Background: an optimization exercise with open tools, aiming at small area, a short achievable clock period and few clock cycles per item. Do not read the settings as production practice. Only simulation tests tie the RTL to the original design; equivalence was not proved.

==> design/flow/design.v <==
module rs_line_decoder (
    input  wire         clk,
    input  wire         rst,
    input  wire         in_valid,
    output wire         in_ready,
    input  wire [639:0] in_line,
    input  wire [36:0]  in_addr,
    output wire         out_valid,
    output wire [575:0] out_words,
    output wire         out_poison,
    output wire [2:0]   out_nerr
);
    function automatic [7:0] xt(input [7:0] a);
        xt = {a[6:0], 1'b0} ^ (a[7] ? 8'h1d : 8'h00);
    endfunction
    function automatic [7:0] gf_mul(input [7:0] a, input [7:0] b);
        integer i;
        reg [7:0] p;
        reg [7:0] aa;
        begin
            p  = 8'h00;
            aa = a;
            for (i = 0; i < 8; i = i + 1) begin
                if (b[i]) p = p ^ aa;
                aa = xt(aa);
            end
            gf_mul = p;
        end
    endfunction
    function automatic [7:0] apow(input integer e);
        integer i, ee;
        reg [7:0] p;
        begin
            ee = e % 255;
            if (ee < 0) ee = ee + 255;
            p = 8'h01;
            for (i = 0; i < 255; i = i + 1)
                if (i < ee) p = xt(p);
            apow = p;
        end
    endfunction
    function automatic [7:0] gf_inv(input [7:0] a);
        begin
            case (a)
      8'h00: gf_inv = 8'h00;
      8'h01: gf_inv = 8'h01;
      8'h02: gf_inv = 8'h8e;
      8'h03: gf_inv = 8'hf4;
      8'h04: gf_inv = 8'h47;
      8'h05: gf_inv = 8'ha7;
      8'h06: gf_inv = 8'h7a;
      8'h07: gf_inv = 8'hba;
      8'h08: gf_inv = 8'had;
      8'h09: gf_inv = 8'h9d;
      8'h0a: gf_inv = 8'hdd;
      8'h0b: gf_inv = 8'h98;
      8'h0c: gf_inv = 8'h3d;
      8'h0d: gf_inv = 8'haa;
      8'h0e: gf_inv = 8'h5d;
      8'h0f: gf_inv = 8'h96;
      8'h10: gf_inv = 8'hd8;
      8'h11: gf_inv = 8'h72;
      8'h12: gf_inv = 8'hc0;
      8'h13: gf_inv = 8'h58;
      8'h14: gf_inv = 8'he0;
      8'h15: gf_inv = 8'h3e;
      8'h16: gf_inv = 8'h4c;
      8'h17: gf_inv = 8'h66;
      8'h18: gf_inv = 8'h90;
      8'h19: gf_inv = 8'hde;
      8'h1a: gf_inv = 8'h55;
      8'h1b: gf_inv = 8'h80;
      8'h1c: gf_inv = 8'ha0;
      8'h1d: gf_inv = 8'h83;
      8'h1e: gf_inv = 8'h4b;
      8'h1f: gf_inv = 8'h2a;
      8'h20: gf_inv = 8'h6c;
      8'h21: gf_inv = 8'hed;
      8'h22: gf_inv = 8'h39;
      8'h23: gf_inv = 8'h51;
      8'h24: gf_inv = 8'h60;
      8'h25: gf_inv = 8'h56;
      8'h26: gf_inv = 8'h2c;
      8'h27: gf_inv = 8'h8a;
      8'h28: gf_inv = 8'h70;
      8'h29: gf_inv = 8'hd0;
      8'h2a: gf_inv = 8'h1f;
      8'h2b: gf_inv = 8'h4a;
      8'h2c: gf_inv = 8'h26;
      8'h2d: gf_inv = 8'h8b;
      8'h2e: gf_inv = 8'h33;
      8'h2f: gf_inv = 8'h6e;
      8'h30: gf_inv = 8'h48;
      8'h31: gf_inv = 8'h89;
      8'h32: gf_inv = 8'h6f;
      8'h33: gf_inv = 8'h2e;
      8'h34: gf_inv = 8'ha4;
      8'h35: gf_inv = 8'hc3;
      8'h36: gf_inv = 8'h40;
      8'h37: gf_inv = 8'h5e;
      8'h38: gf_inv = 8'h50;
      8'h39: gf_inv = 8'h22;
      8'h3a: gf_inv = 8'hcf;
      8'h3b: gf_inv = 8'ha9;
      8'h3c: gf_inv = 8'hab;
      8'h3d: gf_inv = 8'h0c;
      8'h3e: gf_inv = 8'h15;
      8'h3f: gf_inv = 8'he1;
      8'h40: gf_inv = 8'h36;
      8'h41: gf_inv = 8'h5f;
      8'h42: gf_inv = 8'hf8;
      8'h43: gf_inv = 8'hd5;
      8'h44: gf_inv = 8'h92;
      8'h45: gf_inv = 8'h4e;
      8'h46: gf_inv = 8'ha6;
      8'h47: gf_inv = 8'h04;
      8'h48: gf_inv = 8'h30;
      8'h49: gf_inv = 8'h88;
      8'h4a: gf_inv = 8'h2b;
      8'h4b: gf_inv = 8'h1e;
      8'h4c: gf_inv = 8'h16;
      8'h4d: gf_inv = 8'h67;
      8'h4e: gf_inv = 8'h45;
      8'h4f: gf_inv = 8'h93;
      8'h50: gf_inv = 8'h38;
      8'h51: gf_inv = 8'h23;
      8'h52: gf_inv = 8'h68;
      8'h53: gf_inv = 8'h8c;
      8'h54: gf_inv = 8'h81;
      8'h55: gf_inv = 8'h1a;
      8'h56: gf_inv = 8'h25;
      8'h57: gf_inv = 8'h61;
      8'h58: gf_inv = 8'h13;
      8'h59: gf_inv = 8'hc1;
      8'h5a: gf_inv = 8'hcb;
      8'h5b: gf_inv = 8'h63;
      8'h5c: gf_inv = 8'h97;
      8'h5d: gf_inv = 8'h0e;
      8'h5e: gf_inv = 8'h37;
      8'h5f: gf_inv = 8'h41;
      8'h60: gf_inv = 8'h24;
      8'h61: gf_inv = 8'h57;
      8'h62: gf_inv = 8'hca;
      8'h63: gf_inv = 8'h5b;
      8'h64: gf_inv = 8'hb9;
      8'h65: gf_inv = 8'hc4;
      8'h66: gf_inv = 8'h17;
      8'h67: gf_inv = 8'h4d;
      8'h68: gf_inv = 8'h52;
      8'h69: gf_inv = 8'h8d;
      8'h6a: gf_inv = 8'hef;
      8'h6b: gf_inv = 8'hb3;
      8'h6c: gf_inv = 8'h20;
      8'h6d: gf_inv = 8'hec;
      8'h6e: gf_inv = 8'h2f;
      8'h6f: gf_inv = 8'h32;
      8'h70: gf_inv = 8'h28;
      8'h71: gf_inv = 8'hd1;
      8'h72: gf_inv = 8'h11;
      8'h73: gf_inv = 8'hd9;
      8'h74: gf_inv = 8'he9;
      8'h75: gf_inv = 8'hfb;
      8'h76: gf_inv = 8'hda;
      8'h77: gf_inv = 8'h79;
      8'h78: gf_inv = 8'hdb;
      8'h79: gf_inv = 8'h77;
      8'h7a: gf_inv = 8'h06;
      8'h7b: gf_inv = 8'hbb;
      8'h7c: gf_inv = 8'h84;
      8'h7d: gf_inv = 8'hcd;
      8'h7e: gf_inv = 8'hfe;
      8'h7f: gf_inv = 8'hfc;
      8'h80: gf_inv = 8'h1b;
      8'h81: gf_inv = 8'h54;
      8'h82: gf_inv = 8'ha1;
      8'h83: gf_inv = 8'h1d;
      8'h84: gf_inv = 8'h7c;
      8'h85: gf_inv = 8'hcc;
      8'h86: gf_inv = 8'he4;
      8'h87: gf_inv = 8'hb0;
      8'h88: gf_inv = 8'h49;
      8'h89: gf_inv = 8'h31;
      8'h8a: gf_inv = 8'h27;
      8'h8b: gf_inv = 8'h2d;
      8'h8c: gf_inv = 8'h53;
      8'h8d: gf_inv = 8'h69;
      8'h8e: gf_inv = 8'h02;
      8'h8f: gf_inv = 8'hf5;
      8'h90: gf_inv = 8'h18;
      8'h91: gf_inv = 8'hdf;
      8'h92: gf_inv = 8'h44;
      8'h93: gf_inv = 8'h4f;
      8'h94: gf_inv = 8'h9b;
      8'h95: gf_inv = 8'hbc;
      8'h96: gf_inv = 8'h0f;
      8'h97: gf_inv = 8'h5c;
      8'h98: gf_inv = 8'h0b;
      8'h99: gf_inv = 8'hdc;
      8'h9a: gf_inv = 8'hbd;
      8'h9b: gf_inv = 8'h94;
      8'h9c: gf_inv = 8'hac;
      8'h9d: gf_inv = 8'h09;
      8'h9e: gf_inv = 8'hc7;
      8'h9f: gf_inv = 8'ha2;
      8'ha0: gf_inv = 8'h1c;
      8'ha1: gf_inv = 8'h82;
      8'ha2: gf_inv = 8'h9f;
      8'ha3: gf_inv = 8'hc6;
      8'ha4: gf_inv = 8'h34;
      8'ha5: gf_inv = 8'hc2;
      8'ha6: gf_inv = 8'h46;
      8'ha7: gf_inv = 8'h05;
      8'ha8: gf_inv = 8'hce;
      8'ha9: gf_inv = 8'h3b;
      8'haa: gf_inv = 8'h0d;
      8'hab: gf_inv = 8'h3c;
      8'hac: gf_inv = 8'h9c;
      8'had: gf_inv = 8'h08;
      8'hae: gf_inv = 8'hbe;
      8'haf: gf_inv = 8'hb7;
      8'hb0: gf_inv = 8'h87;
      8'hb1: gf_inv = 8'he5;
      8'hb2: gf_inv = 8'hee;
      8'hb3: gf_inv = 8'h6b;
      8'hb4: gf_inv = 8'heb;
      8'hb5: gf_inv = 8'hf2;
      8'hb6: gf_inv = 8'hbf;
      8'hb7: gf_inv = 8'haf;
      8'hb8: gf_inv = 8'hc5;
      8'hb9: gf_inv = 8'h64;
      8'hba: gf_inv = 8'h07;
      8'hbb: gf_inv = 8'h7b;
      8'hbc: gf_inv = 8'h95;
      8'hbd: gf_inv = 8'h9a;
      8'hbe: gf_inv = 8'hae;
      8'hbf: gf_inv = 8'hb6;
      8'hc0: gf_inv = 8'h12;
      8'hc1: gf_inv = 8'h59;
      8'hc2: gf_inv = 8'ha5;
      8'hc3: gf_inv = 8'h35;
      8'hc4: gf_inv = 8'h65;
      8'hc5: gf_inv = 8'hb8;
      8'hc6: gf_inv = 8'ha3;
      8'hc7: gf_inv = 8'h9e;
      8'hc8: gf_inv = 8'hd2;
      8'hc9: gf_inv = 8'hf7;
      8'hca: gf_inv = 8'h62;
      8'hcb: gf_inv = 8'h5a;
      8'hcc: gf_inv = 8'h85;
      8'hcd: gf_inv = 8'h7d;
      8'hce: gf_inv = 8'ha8;
      8'hcf: gf_inv = 8'h3a;
      8'hd0: gf_inv = 8'h29;
      8'hd1: gf_inv = 8'h71;
      8'hd2: gf_inv = 8'hc8;
      8'hd3: gf_inv = 8'hf6;
      8'hd4: gf_inv = 8'hf9;
      8'hd5: gf_inv = 8'h43;
      8'hd6: gf_inv = 8'hd7;
      8'hd7: gf_inv = 8'hd6;
      8'hd8: gf_inv = 8'h10;
      8'hd9: gf_inv = 8'h73;
      8'hda: gf_inv = 8'h76;
      8'hdb: gf_inv = 8'h78;
      8'hdc: gf_inv = 8'h99;
      8'hdd: gf_inv = 8'h0a;
      8'hde: gf_inv = 8'h19;
      8'hdf: gf_inv = 8'h91;
      8'he0: gf_inv = 8'h14;
      8'he1: gf_inv = 8'h3f;
      8'he2: gf_inv = 8'he6;
      8'he3: gf_inv = 8'hf0;
      8'he4: gf_inv = 8'h86;
      8'he5: gf_inv = 8'hb1;
      8'he6: gf_inv = 8'he2;
      8'he7: gf_inv = 8'hf1;
      8'he8: gf_inv = 8'hfa;
      8'he9: gf_inv = 8'h74;
      8'hea: gf_inv = 8'hf3;
      8'heb: gf_inv = 8'hb4;
      8'hec: gf_inv = 8'h6d;
      8'hed: gf_inv = 8'h21;
      8'hee: gf_inv = 8'hb2;
      8'hef: gf_inv = 8'h6a;
      8'hf0: gf_inv = 8'he3;
      8'hf1: gf_inv = 8'he7;
      8'hf2: gf_inv = 8'hb5;
      8'hf3: gf_inv = 8'hea;
      8'hf4: gf_inv = 8'h03;
      8'hf5: gf_inv = 8'h8f;
      8'hf6: gf_inv = 8'hd3;
      8'hf7: gf_inv = 8'hc9;
      8'hf8: gf_inv = 8'h42;
      8'hf9: gf_inv = 8'hd4;
      8'hfa: gf_inv = 8'he8;
      8'hfb: gf_inv = 8'h75;
      8'hfc: gf_inv = 8'h7f;
      8'hfd: gf_inv = 8'hff;
      8'hfe: gf_inv = 8'h7e;
      default: gf_inv = 8'hfd;
            endcase
        end
    endfunction
    function automatic integer bytepos(input integer p);
        integer m;
        begin
            if (p >= 8) begin
                m = 79 - p;
                bytepos = 80 * (m / 9) + 8 * (m % 9);
            end else begin
                bytepos = 80 * (7 - p) + 72;
            end
        end
    endfunction
    genvar gi, gj, gt;
    integer i, j;
    localparam integer K   = 16;         
    localparam integer NCH = 80 / K;     
    localparam [3:0] C_LAST = NCH - 1;
    localparam [3:0] C_DONE = NCH;
    reg  [3:0]  rd_cnt;          
    reg  [8*K-1:0] mreg;         
    reg         m_v, m_first, m_last;
    reg  [7:0]  S [0:7];
    reg         s_full;          
    wire [8*K-1:0] chunk;
    generate
        for (gi = 0; gi < K; gi = gi + 1) begin : g_rd
            wire [7:0] cand [0:15];
            for (gt = 0; gt < 16; gt = gt + 1) begin : g_c
                if (gt < NCH) begin : g_v
                    localparam integer BP = bytepos(79 - K * gt - gi);
                    assign cand[gt] = in_line[BP +: 8];
                end else begin : g_z
                    assign cand[gt] = 8'h00;
                end
            end
            assign chunk[8*gi +: 8] = cand[rd_cnt];
        end
    endgenerate
    wire [7:0] S_nx [0:7];
    generate
        for (gj = 0; gj < 8; gj = gj + 1) begin : g_syn
            localparam [7:0] CS = apow(K * gj);
            wire [7:0] t [0:K];
            assign t[0] = m_first ? 8'h00 : gf_mul(S[gj], CS);
            for (gi = 0; gi < K; gi = gi + 1) begin : g_l
                localparam [7:0] CL = apow(gj * (K - 1 - gi));
                assign t[gi+1] = t[gi] ^ gf_mul(mreg[8*gi +: 8], CL);
            end
            assign S_nx[gj] = t[K];
        end
    endgenerate
    wire ring_free;
    wire accept;
    wire kill;
    wire bm_idle;
    wire bm_take_d;              
    wire bm_take_s;              
    wire bm_take = bm_take_d | bm_take_s;
    wire fin_horner = m_v && m_last;
    wire rd_en0 = (!s_full || bm_take_s) && !(fin_horner && !bm_idle);
    wire rd_en  = in_valid && (rd_cnt < C_DONE) && ((rd_cnt != 4'd0) || rd_en0);
    assign kill      = !in_valid && (rd_cnt != 4'd0);
    assign in_ready  = ((rd_cnt == C_LAST) || (rd_cnt == C_DONE)) && ring_free;
    assign accept    = in_valid && in_ready;
    assign bm_take_d = fin_horner && bm_idle;
    assign bm_take_s = s_full && bm_idle;
    always @(posedge clk) begin
        if (rst) begin
            rd_cnt <= 4'd0;
            m_v    <= 1'b0;
            s_full <= 1'b0;
        end else begin
            if (kill) begin
                rd_cnt <= 4'd0;
                m_v    <= 1'b0;
                if (rd_cnt == C_DONE) s_full <= 1'b0;
            end else begin
                if (accept)
                    rd_cnt <= 4'd0;
                else if (rd_en)
                    rd_cnt <= rd_cnt + 4'd1;
                m_v <= rd_en;
                if (fin_horner && !bm_take_d)
                    s_full <= 1'b1;
                else if (bm_take_s)
                    s_full <= 1'b0;
            end
        end
        mreg    <= chunk;
        m_first <= (rd_cnt == 4'd0);
        m_last  <= (rd_cnt == C_LAST);
        if (m_v)
            for (j = 0; j < 8; j = j + 1) S[j] <= S_nx[j];
    end
    localparam [1:0] B_IDLE = 2'd0, B_IT = 2'd1, B_OM = 2'd2, B_DONE = 2'd3;
    reg  [1:0] bst;
    reg  [2:0] bstep;
    reg        bom2;             
    reg        bm_pre;           
    reg  [7:0] SR  [0:7];        
    reg  [7:0] H   [0:3];        
    reg  [7:0] lam [0:4];
    reg  [7:0] bp  [0:4];
    reg  [7:0] gam;
    reg  [3:0] blen;
    reg  [7:0] omg [0:3];
    wire       c_take;
    wire [7:0] dprod [0:4];
    assign dprod[0] = gf_mul(lam[0], SR[0]);
    generate
        for (gi = 1; gi < 5; gi = gi + 1) begin : g_dp
            assign dprod[gi] = gf_mul(lam[gi], H[gi-1]);
        end
    endgenerate
    wire [7:0] delta = dprod[0] ^ dprod[1] ^ dprod[2] ^ dprod[3] ^ dprod[4];
    reg  [7:0] gop [0:4];
    always @(*) begin
        for (i = 0; i < 5; i = i + 1) gop[i] = gam;
        if (bst == B_OM) begin
            if (!bom2) begin
                gop[0] = SR[7]; gop[1] = SR[6]; gop[2] = SR[5]; gop[3] = 8'h00; gop[4] = 8'h00;
            end else begin
                gop[0] = SR[7]; gop[1] = 8'h00; gop[2] = 8'h00; gop[3] = 8'h00; gop[4] = 8'h00;
            end
        end
    end
    wire [7:0] gprod [0:4];
    wire [7:0] lam_nx [0:4];
    generate
        for (gi = 0; gi < 5; gi = gi + 1) begin : g_gp
            assign gprod[gi] = gf_mul(gop[gi], lam[gi]);
            if (gi == 0) begin : g_l0
                assign lam_nx[gi] = gprod[gi];
            end else begin : g_ln
                assign lam_nx[gi] = gprod[gi] ^ gf_mul(delta, bp[gi-1]);
            end
        end
    endgenerate
    wire [7:0] gsum = gprod[0] ^ gprod[1] ^ gprod[2];
    wire s_zero_src;
    wire [7:0] Ssrc [0:7];
    generate
        for (gj = 0; gj < 8; gj = gj + 1) begin : g_ss
            assign Ssrc[gj] = bm_take_d ? S_nx[gj] : S[gj];
        end
    endgenerate
    reg  syn_zero;               
    wire src_zero = ((Ssrc[0] | Ssrc[1] | Ssrc[2] | Ssrc[3] | Ssrc[4] | Ssrc[5] | Ssrc[6] | Ssrc[7]) == 8'h00);
    wire s0_nz = (Ssrc[0] != 8'h00);
    wire s1_nz = (Ssrc[1] != 8'h00);
    reg  bhand;                  
    wire bm_has  = ((bst == B_OM) && !bhand) || ((bst == B_IT) && syn_zero) || (bst == B_DONE);
    assign bm_idle = (bst == B_IDLE) ||
                     ((bst == B_OM) && bom2 && (bhand || c_take)) ||
                     (((bst == B_DONE) || ((bst == B_IT) && syn_zero)) && c_take);
    always @(posedge clk) begin
        if (rst) begin
            bst <= B_IDLE;
        end else if (kill && ((bm_pre && (bst != B_IDLE)) || (bm_take && (rd_cnt == C_DONE)))) begin
            bst <= B_IDLE;
        end else begin
            case (bst)
                B_IDLE, B_DONE: begin
                    if (bm_take) begin
                        bst <= B_IT;
                    end else if (bst == B_DONE && c_take) begin
                        bst <= B_IDLE;
                    end
                end
                B_IT: begin
                    if (syn_zero)
                        bst <= bm_take ? B_IT : (c_take ? B_IDLE : B_DONE);
                    else if (bstep == 3'd7)
                        bst <= B_OM;
                end
                B_OM: begin
                    if (bom2) bst <= bm_take ? B_IT : ((bhand || c_take) ? B_IDLE : B_DONE);
                end
                default: bst <= B_IDLE;
            endcase
        end
        if (accept) bm_pre <= 1'b0;
        if (bm_take) begin
            bm_pre <= (rd_cnt == C_DONE) && !accept;
            for (j = 0; j < 8; j = j + 1) SR[j] <= Ssrc[(j + 2) % 8];
            H[0] <= Ssrc[1];
            H[1] <= Ssrc[0];
            H[2] <= 8'h00;
            H[3] <= 8'h00;
            lam[0] <= s0_nz ? Ssrc[0] : 8'h01;
            lam[1] <= s0_nz ? Ssrc[1] : 8'h00;
            lam[2] <= s0_nz ? 8'h00 : Ssrc[1];
            lam[3] <= 8'h00;
            lam[4] <= 8'h00;
            bp[0] <= (!s0_nz && s1_nz) ? 8'h01 : 8'h00;
            bp[1] <= s0_nz ? 8'h01 : 8'h00;
            bp[2] <= (!s0_nz && !s1_nz) ? 8'h01 : 8'h00;
            bp[3] <= 8'h00;
            bp[4] <= 8'h00;
            gam   <= s0_nz ? Ssrc[0] : (s1_nz ? Ssrc[1] : 8'h01);
            blen  <= s0_nz ? 4'd1 : (s1_nz ? 4'd2 : 4'd0);
            bstep <= 3'd2;
            bom2  <= 1'b0;
            syn_zero <= src_zero;
        end else if (bst == B_IT) begin
            for (j = 0; j < 5; j = j + 1) lam[j] <= lam_nx[j];
            if (delta != 8'h00 && {blen, 1'b0} <= {2'b00, bstep}) begin
                for (j = 0; j < 5; j = j + 1) bp[j] <= lam[j];
                gam  <= delta;
                blen <= {1'b0, bstep} + 4'd1 - blen;
            end else begin
                bp[0] <= 8'h00;
                for (j = 1; j < 5; j = j + 1) bp[j] <= bp[j-1];
            end
            bstep <= bstep + 3'd1;
            if (bstep == 3'd7) begin
                for (j = 0; j < 8; j = j + 1) SR[j] <= SR[(j + 4) % 8];
                H[0] <= SR[3]; H[1] <= SR[2]; H[2] <= SR[1]; H[3] <= 8'h00;
            end else begin
                for (j = 0; j < 8; j = j + 1) SR[j] <= SR[(j + 1) % 8];
                H[0] <= SR[0]; H[1] <= H[0]; H[2] <= H[1]; H[3] <= H[2];
            end
        end else if (bst == B_OM) begin
            if (!bom2) begin
                for (j = 0; j < 8; j = j + 1) SR[j] <= SR[(j + 6) % 8];
                H[0] <= SR[5]; H[1] <= 8'h00; H[2] <= 8'h00; H[3] <= 8'h00;
                bom2 <= 1'b1;
            end else begin
                bom2 <= 1'b0;
            end
        end
        if (bst == B_OM) begin
            if (!bom2) begin
                omg[3] <= delta;
                omg[2] <= gsum;
            end else begin
                omg[1] <= delta;
                omg[0] <= gsum;
            end
        end
        if (bm_take)
            bhand <= 1'b0;
        else if ((bst == B_OM) && !bom2 && c_take)
            bhand <= 1'b1;
    end
    reg        c_busy, c_run;
    reg  [3:0] cw;               
    reg  [8:0] cex;              
    reg  [2:0] ccnt;             
    reg  [3:0] clen;
    reg  [7:0] R [0:4];
    reg  [7:0] W [0:3];
    assign c_take = bm_has && (!c_busy || out_valid) && !(kill && bm_pre);
    reg  wpend, adv_d;
    wire [7:0] om_h [0:3];
    assign om_h[0] = ((bst == B_OM) && bom2) ? gsum  : omg[0];
    assign om_h[1] = ((bst == B_OM) && bom2) ? delta : omg[1];
    assign om_h[2] = omg[2];
    assign om_h[3] = omg[3];
    always @(posedge clk) begin
        if (rst) wpend <= 1'b0;
        else     wpend <= c_take;
        adv_d <= advance;
    end
    wire [8:0] lroot;
    wire [7:0] l_odd [0:8];
    wire [7:0] l_om  [0:8];
    generate
        for (gi = 0; gi < 9; gi = gi + 1) begin : g_ch
            localparam [7:0] A1 = apow(gi);
            localparam [7:0] A2 = apow(2 * gi);
            localparam [7:0] A3 = apow(3 * gi);
            localparam [7:0] A4 = apow(4 * gi);
            wire [7:0] lt1 = gf_mul(R[1], A1);
            wire [7:0] lt2 = gf_mul(R[2], A2);
            wire [7:0] lt3 = gf_mul(R[3], A3);
            wire [7:0] lt4 = gf_mul(R[4], A4);
            wire [7:0] lv  = R[0] ^ lt1 ^ lt2 ^ lt3 ^ lt4;
            assign l_odd[gi] = lt1 ^ lt3;
            assign l_om[gi]  = W[0] ^ gf_mul(W[1], A1) ^ gf_mul(W[2], A2) ^ gf_mul(W[3], A3);
            if (gi == 8) begin : g_last
                assign lroot[gi] = (lv == 8'h00) && !cw8 && !cex[gi];
            end else begin : g_n
                assign lroot[gi] = (lv == 8'h00) && !cex[gi];
            end
        end
    endgenerate
    reg  [3:0] pick;
    reg  [8:0] pick_oh;
    reg  [8:0] below;            
    always @(*) begin
        below[0] = 1'b0;
        for (i = 1; i < 9; i = i + 1) below[i] = below[i-1] | lroot[i-1];
        pick_oh = lroot & ~below;
        pick = 4'd0;
        for (i = 0; i < 9; i = i + 1)
            if (pick_oh[i]) pick = pick | i[3:0];
    end
    wire any_root = |lroot;
    reg  [7:0] pk_odd, pk_om;
    reg  [8:0] x_poh;            
    always @(*) begin
        pk_odd = 8'h00;
        pk_om  = 8'h00;
        for (i = 0; i < 9; i = i + 1) begin
            if (pick_oh[i]) pk_odd = pk_odd | l_odd[i];
            if (x_poh[i])   pk_om  = pk_om | l_om[i];
        end
    end
    wire more_roots = |(lroot & below);
    reg  last_cnt;               
    wire last_root  = any_root && last_cnt;
    wire advance    = !(any_root && more_roots);
    reg  cw8;                    
    wire c_end      = c_run && (last_root || (advance && cw8));
    reg        x_v;
    reg  [3:0] x_w, x_b;
    reg  [7:0] x_odd;
    reg        f_v;
    reg  [3:0] f_w, f_b;
    reg  [7:0] f_inv, f_om;
    reg  [3:0] e_w [0:3];
    reg  [3:0] e_b [0:3];
    reg  [7:0] e_v [0:3];
    reg  [3:0] e_ok;             
    reg  [1:0] e_n;
    reg        cpoi;             
    always @(posedge clk) begin
        if (rst) begin
            c_busy <= 1'b0;
            c_run  <= 1'b0;
            x_v    <= 1'b0;
            f_v    <= 1'b0;
            e_ok   <= 4'd0;
        end else begin
            if (c_take) begin
                c_busy   <= 1'b1;
                clen     <= blen;
                ccnt     <= 3'd0;
                last_cnt <= (blen == 4'd1);
                cw       <= 4'd0;
                cw8      <= 1'b0;
                cex      <= 9'd0;
                c_run    <= (blen != 4'd0) && (blen <= 4'd4);
                cpoi     <= (blen > 4'd4);
                x_v      <= 1'b0;
                f_v      <= 1'b0;
                e_ok     <= 4'd0;
                e_n      <= 2'd0;
            end else begin
                if (out_valid) c_busy <= 1'b0;
                if (c_run) begin
                    if (c_end) begin
                        c_run <= 1'b0;
                        cpoi  <= !last_root;
                    end
                    if (any_root) begin
                        ccnt     <= ccnt + 3'd1;
                        last_cnt <= ({1'b0, ccnt} + 4'd2 == clen);
                    end
                    if (advance) begin
                        cw  <= cw + 4'd1;
                        cw8 <= (cw == 4'd7);
                        cex <= 9'd0;
                    end else begin
                        cex <= cex | pick_oh;
                    end
                end
                x_v <= c_run && any_root;
                f_v <= x_v;
                if (f_v) begin
                    e_ok[e_n] <= 1'b1;
                    e_n <= e_n + 2'd1;
                end
            end
        end
        x_w   <= cw;
        x_b   <= pick;
        x_odd <= pk_odd;
        x_poh <= pick_oh;
        f_w   <= x_w;
        f_b   <= x_b;
        f_inv <= gf_inv(x_odd);
        f_om  <= pk_om;
        if (f_v) begin
            e_w[e_n] <= f_w;
            e_b[e_n] <= f_b;
            e_v[e_n] <= f_val;
        end
    end
    wire [7:0] f_val = gf_mul(f_om, f_inv);      
    wire c_stop = c_busy && !c_run;
    wire cfin   = c_stop && !(x_v && !x_w[3]) && !(f_v && !f_w[3]);
    always @(posedge clk) begin
        if (c_take) R[0] <= lam[0];
        if (wpend) W[0] <= om_h[0];
    end
    generate
        for (gi = 1; gi < 5; gi = gi + 1) begin : g_rr
            localparam [7:0] CI = apow(-79 * gi);    
            localparam [7:0] CU = apow(9 * gi);      
            always @(posedge clk) begin
                if (c_take) R[gi] <= gf_mul(lam[gi], CI);
                else if (advance) R[gi] <= gf_mul(R[gi], CU);
            end
            if (gi < 4) begin : g_w
                always @(posedge clk) begin
                    if (wpend) W[gi] <= gf_mul(om_h[gi], CI);
                    else if (adv_d) W[gi] <= gf_mul(W[gi], CU);
                end
            end
        end
    endgenerate
    localparam [2:0] PH0 = 3'd4;     
    reg  [71:0] RW [0:7];
    reg  [2:0]  ph;                  
    reg         r_busy;
    reg  [7:0]  wdone;
    reg         pmode;
    reg  [36:0] r_addr;
    reg  [3:0]  em;
    reg  [8:0]  e_boh [0:3];
    reg  [71:0] corr;
    reg  [7:0]  need;
    always @(*) begin
        corr = 72'd0;
        need = 8'd0;
        for (i = 0; i < 4; i = i + 1) begin
            if (e_ok[i] && e_w[i] < 4'd8) need[e_w[i][2:0]] = 1'b1;
            for (j = 0; j < 9; j = j + 1)
                if (em[i] && e_boh[i][j])
                    corr[8*j +: 8] = corr[8*j +: 8] | e_v[i];
        end
        for (j = 0; j < 9; j = j + 1)
            if (f_v && (f_w == {1'b0, ph}) && (f_b == j))
                corr[8*j +: 8] = corr[8*j +: 8] | f_val;
    end
    wire [2:0]  ph_nx    = accept ? PH0 : ph + 3'd1;
    always @(posedge clk) begin
        for (i = 0; i < 4; i = i + 1) begin
            if (c_take)
                em[i] <= 1'b0;
            else if (f_v && e_n == i)
                em[i] <= (f_w == {1'b0, ph_nx});
            else
                em[i] <= e_ok[i] && (e_w[i] == {1'b0, ph_nx});
            if (f_v && e_n == i)
                for (j = 0; j < 9; j = j + 1) e_boh[i][j] <= (f_b == j);
        end
    end
    wire        resolved = (c_stop || ({1'b0, ph} < cw)) &&
                           !(x_v && x_w == {1'b0, ph});
    wire        apply    = r_busy && c_busy && !pmode && !wdone[ph] && resolved;
    wire [71:0] pw       = {8'hff, 20'h00000, 4'h0, r_addr, ph};
    wire [71:0] head_new = pmode ? pw : (apply ? (RW[0] ^ corr) : RW[0]);
    wire ready7 = r_busy && c_busy && cfin && (ph == 3'd7) &&
                  (cpoi ? (pmode && (&(wdone | 8'h80)))
                        : (&(wdone | {apply, 7'd0} | ~need)));
    reg  ov_r, op_r;
    reg  [2:0] on_r;
    always @(posedge clk) begin
        if (rst) ov_r <= 1'b0;
        else     ov_r <= ready7;
        op_r <= cpoi;
        on_r <= cpoi ? 3'd0 : clen[2:0];
    end
    assign out_valid = ov_r;
    assign ring_free = !r_busy || out_valid;
    always @(posedge clk) begin
        if (rst) begin
            r_busy <= 1'b0;
        end else if (accept) begin
            r_busy <= 1'b1;
        end else if (out_valid) begin
            r_busy <= 1'b0;
        end
        if (accept) begin
            for (j = 0; j < 8; j = j + 1)
                RW[j] <= in_line[80 * ((j + PH0) % 8) +: 72];
            wdone  <= 8'd0;
            pmode  <= 1'b0;
            r_addr <= in_addr;
        end else begin
            for (j = 0; j < 7; j = j + 1) RW[j] <= RW[j+1];
            RW[7] <= head_new;
            if (r_busy && c_busy && cfin && cpoi && !pmode) begin
                pmode <= 1'b1;
                wdone <= 8'd0;
            end else if (pmode || apply) begin
                wdone[ph] <= 1'b1;
            end
        end
        ph <= ph_nx;
    end
    assign out_words  = {RW[7], RW[6], RW[5], RW[4], RW[3], RW[2], RW[1], RW[0]};
    assign out_poison = op_r;
    assign out_nerr   = on_r;
endmodule
==> design/flow/run.sh <==
#!/bin/bash
# synth_recipe.tcl (not shown) runs the flow's synth.tcl, then flattens the netlist and writes it again
# the make line also repeats each setting of config.mk as NAME=value (left out here)
make -C /OpenROAD-flow-scripts/flow DESIGN_CONFIG=/design/flow/config.mk WORK_HOME=/design/flow/orfs CLKGATE_MAP_FILE= SYNTH_SCRIPT=/design/flow/synth_recipe.tcl finish
==> design/flow/config.mk <==
export PLATFORM = sky130hd
export DESIGN_NAME = rs_line_decoder
export DESIGN_NICKNAME = rs_line_decoder
export VERILOG_FILES = /design/flow/design.v
export SDC_FILE = /design/flow/constraint.sdc
export NUM_CORES = 4
export LEC_CHECK = 0
export CAP_MARGIN = 60
export CORE_MARGIN = 2
export CORE_UTILIZATION = 30
export GPL_TIMING_DRIVEN = 1
export PLACE_DENSITY = 0.4
export SETUP_SLACK_MARGIN = 5
export SLEW_MARGIN = 60
==> design/flow/constraint.sdc <==
create_clock -name core_clock -period 9.0 [get_ports {clk}]
set_input_delay 1.8000 -clock core_clock [delete_from_list [all_inputs] [get_ports {clk}]]
set_output_delay 1.8000 -clock core_clock [all_outputs]
set_load 0.01 [all_outputs]
==> impl_metrics.ini <==
[timing]
timing.final.crit_share_pct = 53.5
final.hold.worst_slack_ns = 0.325
period_needed_ns = 4.82
timing.max_slew.rel_slack_pct = 32.8
timing_worst_slew_pin_value_ns = 1.01
fmax_mhz = 207
finalSetupViolCount = 0
slew_viol_final = 0
rsz0062_at_grt = true
hold_viol = 0
fin_skew_ns = 0.0864
setup-tns-final_ns = 0

[worst_setup_path]
worst_setup_path_start_kind = flop
reg2reg_setup_slack_ns = 4.18
ff2ff_path_depth = 17
reg_to_reg_start = lam[1][5]
critical_path_required_ns = 9.80
timing.critical_path.fanout_max = 7
reg2reg_to = lam[4][3]
worst-endpoint-arrival_ns = 5.62
worst_setup_path_startpoint = lam[1][5]
critPathCaptureType = flop
crit_type = reg -> reg

[cts]
cts_max_path_buffers = 4
numClockSinks = 1288
cts_root_buf = clkbuf_16
cts_hold_repair.buffers = 0
cts.reportedPaths.clkPinSlew_ns = 0.07
worst_skew_pair.late_latency_ns = 0.97
cts_tree = built
tritoncts.num_buffers = 172
cts_max_level = 4

[min_path]
hold_path_startpoint = x_b[3]
timing.hold.worst_endpoint = f_b[3]
worst_hold_path_type = reg -> reg
timing.hold.worst_path_depth = 0

[final_layout]
most_common_cell_after_layout_fill_and_taps_aside = nand2_1
mostFrequentLayoutCells = nand2_1, xnor2_1, clkdlybuf4s50_1
post_route_cells_drive_above_1_share_pct = 27.7
design.final.nets = 14738
syn2layout_area_growth_pct = 52.9

[route]
detail-route-antenna-nets = 0
drt_drc_violations_left = 0
drt_iter0_drc = 20558
detailed_routing_iterations_pass_1 = 10
wl_per_cell_um = 51.3
route.detailed.vias_per_inst = 6.17
route.vias.total = 116165
routed_wirelength_um = 967000

[logic_synthesis]
syn-cell-area_um2 = 99800
async_reset_ff_share_pct = 0
synthCells = 11985
synth.yosys.warnings = 12
avgSynthCellArea_um2 = 8.33
sequential_to_total_area_share_from_yosys_stat_pct = 30.3
mappedNetlistNets = 12726
synth.lib_cells_used.distinct = 85
number_of_synthesized_flops_with_an_enable_pin = 448
synth_top_flop_cell = dfxtp_1
synth-seq-cells = 1288

[global_route]
first_global_vias = 101688
grt.total_usage_pct = 56.2
pin_count_of_the_biggest_net_entering_global_routing = 117
first_pass_grt_wire_length_um = 1210000
grt_antenna_before_repair = 395
global_route.overflow_total = 0

[floorplan]
floorplan.io_pins = 1262
floorplan.die_area_um2 = 337000
placeableCoreArea_um2 = 331000
floorplan.initialDensity_pct = 30.2
chipHeight_um = 581
floorplan.die.width_um = 581
placementRows = 211

[place]
count_of_input_and_output_buffers = 1261
routabilityCongestion = 1.19
hpwlAfterDp_um = 738000

[run_status]
status = complete, no violations

[flow_run]
maxCapViolCount = 0
critical path: stages, from the launching register on:
cell and delay [ns]:
edfxtp_1 0.46, buf_12 0.19, buf_12 0.12, xor2_4 0.21, xor2_4 0.23, buf_6 0.14
nand2_2 0.04, xnor3_1 0.40, xnor2_2 0.17, xnor3_2 0.45, xnor3_4 0.53, xnor3_1 0.48
xnor2_2 0.31, nand2_1 0.12, xnor3_1 0.37, xnor3_1 0.20, mux2i_1 0.15, nor2_1 0.05
timing repair:
action / 4_1_cts / 5_1_grt
hold endpoints to repair: 0 / 0
cloned: 10 / 13
pin swaps: 306 / 331
resized for setup: 1182 / 692
buffers inserted: 499 / 323
setup endpoints to repair: 531 / 342
worst max path at each step:
stage               depth (start not counted)  slack, ns        end
floorplan                                  17       4.90  lam[1][5]
global route                               18       4.04  lam[1][3]
detailed placement                         12       3.06   syn_zero
finish                                     17       4.18  lam[4][3]
global placement                            9       2.05   bp[1][3]
CTS                                        17       4.11  lam[4][4]
Yosys cell counts (12+ instances only):
cell type  instances  area [um2]
xnor2_1         3109       27200
nand2_1         2767       10400
xor2_1           943        8260
dfxtp_1          840       16800
clkbuf_1         692        2600
nor2_1           550        2060
edfxtp_1         448       13500
a22oi_1          434        3260
a21oi_1          298        1490
o21ai_0          242        1210
a31oi_1          222        1390
buf_1            164         616
mux2i_1          154        1540
inv_1            106         398
xnor3_1           75        1690
o211ai_1          73         548
nor3_1            67         335
nor2b_1           63         394
ha_1              60         751
nand3_1           58         290
and2_1            57         357
buf_2             48         240
a211oi_1          41         308
nand2b_1          40         250
a21o_1            34         255
o22ai_1           34         213
nand4_1           31         194
mux2_2            28         315
a22o_1            26         228
nor4_1            20         125
or2_2             19         119
nor3b_1           14         105
and3_1            13        81.3
a221oi_1          12         105
mux4_2            12         270
o21a_1            12        90.1
per-stage QoR:
| stage | cells | setup slack, ns | cell area [um2] | utilization, % |
|---|---|---|---|---|
| global route | 18596 | 4.04 | 152000 | 46.0 |
| detailed placement | 17265 | 3.06 | 125000 | 37.8 |
| CTS | 18087 | 4.11 | 142000 | 43.0 |
| finish | 18836 | 4.18 | 153000 | 46.1 |
| floorplan | 11985 | 4.90 | 101000 | - |
| global placement | 17048 | 2.05 | 118000 | 35.8 |
flip-flops by register name, summed over array words and instances, names as in the netlist, 8 cells and up:
signal / flops
H: 32
R: 40
RW: 576
S: 64
SR: 56
W: 32
bp: 32
cex: 9
e_boh: 36
e_v: 32
e_w: 16
f_inv: 8
f_om: 8
gam: 8
lam: 40
mreg: 128
omg: 32
r_addr: 37
wdone: 8
x_odd: 8
x_poh: 9
logic make-up (layout without fill, tap and decap cells):
| family | count (synthesis) | count (layout) | synth area share, % |
|---|---|---|---|
| mux | 194 | 194 | 2.13 |
| compound gates | 1529 | 1529 | 10.0 |
| buf+inv | 1019 | 3162 | 3.92 |
| flops | 1288 | 1288 | 30.3 |
| simple gates | 3738 | 3742 | 15.0 |
| xor+xnor | 4154 | 4158 | 37.8 |
| fa+ha+maj | 63 | 63 | 0.792 |
| other cells | 0 | 334 | 0 |
per-layer routing:
layer / vias to the layer above / wire [um] / part of all wire [%] / GRT usage [%]
li1: 43392 / - / - / -
met1: 57332 / 309000 / 32 / 55.2
met2: 11135 / 384000 / 40 / 75.3
met3: 4156 / 150000 / 16 / 38.8
met4: 150 / 122000 / 13 / 57.7
met5: - / 2270 / 0.23 / 4.15
final cells by class:
type                    instances  area [um2]
diodes                        334         836
repair buffers               2738       27500
clock inverters                85         862
clock buffers                 228        4720
multi-input cells            9686       81600
repair inverters                1        8.76
well taps                    4366        5460
flip-flops and latches       1288       31200
inverters                     110         467
fillers                     31597      178000
Testbench counts, summed over its fixed seeds: cycles 22,584, lines 1,920.

==> port drivers added, routing unchanged <==
In the flow no input, the clock included, has a driving cell. The finished layout below was timed again as built, in two steps.
Step 1 sets driving cells, clkbuf_16 on the clock port and buf_2 on the other inputs (assumed; they add their load-dependent delay and slew).
Step 2 moves the port delays by t, midway between the first and last clock arrival at a register: inputs arrive t later, outputs are due t later. That takes back most of the time a late clock gives input paths.
Slacks: ideal ports / drivers / drivers and shift; pairs: ideal ports / drivers.
t (ns): 1.065
slack for setup (ns): 4.181 / 4.181 / 3.979
hold WS [ns]: 0.325 / 0.325 / 0.325
clock arrival spread, ns: 0.091 / 0.091
cell pins on the clock port's net: 1
After both steps setup and hold are still met in this run. The setup slack of this run moves by 0.000 ns with the drivers and by -0.202 ns with both steps.
